Context: an optimization exercise on an open-source flow, tuned for small area and a short achievable clock period. The choices shown serve that exercise and are no tape-out recipe.
Function was checked by simulation only, so behaviour that the tests miss may differ from the original.
Power is estimated from default activity; no workload was simulated.

the reference run:
==> flow/design.v (excerpt) <==
module ecc144_codec (
    input  wire         clk,
    input  wire         rst,
    input  wire         in_valid,
    input  wire         in_op,         
    input  wire [2:0]   in_src,
    input  wire [127:0] in_data,
    input  wire [15:0]  in_check,
    output reg          out_valid,
    output reg  [127:0] out_data,
    output reg  [15:0]  out_check,
    output reg  [1:0]   out_status,
    output reg  [5:0]   out_sym,
    output reg  [3:0]   out_err,
    output reg  [15:0]  corr_cnt,
    output reg  [15:0]  uncorr_cnt,
    output reg  [2:0]   last_src,
    output reg  [5:0]   last_sym,
    output reg  [3:0]   last_err
);
For scale: ~1,700 cells after synthesis, about 17,000 um2 of cells after synthesis.
clock: 7.5 ns
lec_check: 0
cap_margin: 20
core_margin: 2
core_utilization: 40
cts_buf_list: sky130_fd_sc_hd__clkbuf_8
cts_cluster_diameter: 50
cts_cluster_size: 16
setup_slack_margin: 4.5
slew_margin: 20
standard.sh (not shown) runs the stock make flow with config.mk's settings and CLKGATE_MAP_FILE= SYNTH_SCRIPT=/design/flow/synth_recipe.tcl, a recipe that flattens the netlist after the stock synthesis.
==> flow/flow/run.sh <==
#!/bin/bash
# The standard layout, with every port buffered by a buf_2 cell instead of the default
# clkdlybuf4s50_1 (smaller and faster); the tools' output goes to standard.log here.
set -euo pipefail
export BUFFER_PORTS_ARGS="-buffer_cell sky130_fd_sc_hd__buf_2"
bash standard.sh > standard.log 2>&1
Inputs modified between the reference run and the trial run:
Settings: setting PLACE_DENSITY to 0.85 for the first time; changing CORE_UTILIZATION from 40 to 55.
==> flow/flow/run.sh <==
#!/bin/bash
# The standard layout, with the input ports buffered by buf_2 cells and the output ports
# by buf_1 cells (after global placement, see out_bufs.tcl) instead of the default
# clkdlybuf4s50_1; the tools' output goes to standard.log here.
set -euo pipefail
export BUFFER_PORTS_ARGS="-inputs -buffer_cell sky130_fd_sc_hd__buf_2"
export POST_GLOBAL_PLACE_TCL="$PWD/flow/out_bufs.tcl"
bash standard.sh > standard.log 2>&1
==> flow/flow/out_bufs.tcl (new file) <==
# one buf_1 on every output port, placed by the detailed placement that follows
buffer_ports -outputs -buffer_cell sky130_fd_sc_hd__buf_1
--- outcome ---
The trial run went all the way through synthesis, placement and routing and the layout is clean on timing, DRC and antenna. In the trial run, via count is higher than in the reference run. Of the trial run and the reference run, the run reporting the lower final design instance area without fill was the trial run. The trial run: met1 layer wirelength in the final routing about 15% below the reference run. In the tables for the trial run and the reference run, die height reads higher with the reference run. Wire length on met2 of the trial run falls short of that of the reference run by a few percent. Delta (the trial run minus the reference run): core box area has decreased; internal power decreased by 0.84% relative to the old numbers.

---

Starting RTL as in the previous note.
Settings: LEC_CHECK=0, CAP_MARGIN=20, CORE_MARGIN=2, CORE_UTILIZATION=55, CTS_BUF_LIST=sky130_fd_sc_hd__clkbuf_8, CTS_CLUSTER_DIAMETER=50, CTS_CLUSTER_SIZE=16, PLACE_DENSITY=0.85, SETUP_SLACK_MARGIN=4.5, SLEW_MARGIN=20; clock period 7.5 ns.
==> flow/flow/run.sh <==
#!/bin/bash
# The standard layout, with every port buffered by a buf_2 cell instead of the default
# clkdlybuf4s50_1 (smaller and faster); the tools' output goes to standard.log here.
set -euo pipefail
export BUFFER_PORTS_ARGS="-buffer_cell sky130_fd_sc_hd__buf_2"
bash standard.sh > standard.log 2>&1
The starting point finished with timing, DRC and antenna clean.
Rerun with:
Settings changed: CORE_UTILIZATION 55 to 40, PLACE_DENSITY 0.85 to not set, SETUP_SLACK_MARGIN 4.5 to 3.8.
Final area is lower by 1.5%.
Routed wire length is higher by 6.7%.
Core utilization is lower by 19 points.
Clock skew is higher by 0.020 ns.
Setup slack got worse by 0.62 ns.
Clock power is higher by 17%.
Via count is lower by 4.8%.
Total power is lower by 2.1%.
Critical path depth is higher by 1.
Area after synthesis stays the same.
Rerun with:
==> flow/flow/run.sh (replaced) <==
#!/bin/bash
# The standard layout, with the input ports buffered by buf_2 cells and the output ports
# by buf_1 cells (after global placement, see out_bufs.tcl) instead of the default
# clkdlybuf4s50_1; the tools' output goes to standard.log here.
set -euo pipefail
export BUFFER_PORTS_ARGS="-inputs -buffer_cell sky130_fd_sc_hd__buf_2"
export POST_GLOBAL_PLACE_TCL="$PWD/flow/out_bufs.tcl"
bash standard.sh > standard.log 2>&1
==> flow/flow/out_bufs.tcl (new file) <==
# one buf_1 on every output port, placed by the detailed placement that follows
buffer_ports -outputs -buffer_cell sky130_fd_sc_hd__buf_1
Settings changed: SETUP_SLACK_MARGIN 3.8 to 4.6.
Effect:
- non-clock buffer count grows by 49
- fmax came out higher by 22%
- core utilization climbs by 3.0 points
- combinational power is higher by 14%
- cell area went up by 6.3%
- register-to-register slack gains 0.73 ns
- cell count came out higher by 2.0%
- wire length is higher by 3.1%
Rerun with:
==> flow/flow/run.sh (replaced) <==
#!/bin/bash
# The standard layout, with every port buffered by a buf_2 cell instead of the default
# clkdlybuf4s50_1 (smaller and faster); the tools' output goes to standard.log here.
set -euo pipefail
export BUFFER_PORTS_ARGS="-buffer_cell sky130_fd_sc_hd__buf_2"
bash standard.sh > standard.log 2>&1
Settings changed: SETUP_SLACK_MARGIN 4.6 to 4.8.
removed: flow/flow/out_bufs.tcl
What happened:
- The changed run produced a clean layout
- synthesized area is unchanged
- clock-buffer cell count rose by 1
- synthesized cell count does not change
- non-clock buffer count rose by 74
- combinational power rose by about 23%
- via count rose by about 4%
- wire length rose by 4.9%
- critical path depth rose by 3
Rerun with:
Settings changed: CORE_UTILIZATION 40 to 60, SETUP_SLACK_MARGIN 4.8 to 4.5.
- total power is lower by 17%
- critical path depth fell by 3
- hold slack barely changes
- cell count shrinks by 10%
- sequential share of layout area rose by 4.3 points
- area after synthesis stays the same
- final area falls by 13%
- core utilization is higher by 18 points
Rerun with:
==> flow/flow/run.sh (replaced) <==
#!/bin/bash
# The standard layout, with the input ports buffered by buf_2 cells and the output ports
# by buf_1 cells (after global placement, see out_bufs.tcl) instead of the default
# clkdlybuf4s50_1; the tools' output goes to standard.log here.
set -euo pipefail
export BUFFER_PORTS_ARGS="-inputs -buffer_cell sky130_fd_sc_hd__buf_2"
export POST_GLOBAL_PLACE_TCL="$PWD/flow/out_bufs.tcl"
bash standard.sh > standard.log 2>&1
==> flow/flow/out_bufs.tcl (new file) <==
# one buf_1 on every output port, placed by the detailed placement that follows
buffer_ports -outputs -buffer_cell sky130_fd_sc_hd__buf_1
Settings changed: CORE_UTILIZATION 60 to 40, SETUP_SLACK_MARGIN 4.5 to 4.4.
The changed run produced a clean layout.
Total power goes up by 2.3%.
Synthesized area stays the same.
Design area drops by 0.33%.

separate check: timing with driven ports:
The results above use ideal ports. As a check the final layouts listed here were re-extracted and re-timed, cells and wires unchanged. Step 1, drivers: a clkbuf_16 drives clk and a buf_2 each remaining input, both assumed. Step 2 adds t to the input delays and takes it off the output delays; t is the mean of the earliest and latest rising clock arrival at the registers after step 1. Input paths then give back, and output paths get back, about the clock's delay inside the block. Three values: ideal ports, drivers, drivers and shift; two values: the first two.
run	t, ns	setup WS [ns]	clock arrival spread, ns	worst slew at a driven data input, ns
the reference run	0.646	4.494 / 4.508 / 3.862	0.061 / 0.060	0.07
the trial run	0.607	4.497 / 4.497 / 3.935	0.047 / 0.047	0.09
the first run of note 2	0.670	4.493 / 4.521 / 3.851	0.017 / 0.018	0.06
the second run of note 2	0.663	3.869 / 3.869 / 3.606	0.038 / 0.038	0.06
the third run of note 2	0.670	4.528 / 4.561 / 3.890	0.052 / 0.053	0.06
the fourth run of note 2	0.661	4.673 / 4.673 / 4.134	0.037 / 0.037	0.09
the fifth run of note 2	0.605	4.484 / 4.484 / 3.911	0.039 / 0.040	0.08
the sixth run of note 2	0.662	4.440 / 4.440 / 3.813	0.044 / 0.044	0.07
After both steps every run listed still meets setup and hold. The setup slack of the first run of note 2, which loses most, moves by +0.028 ns with the drivers and by -0.642 ns with both steps.
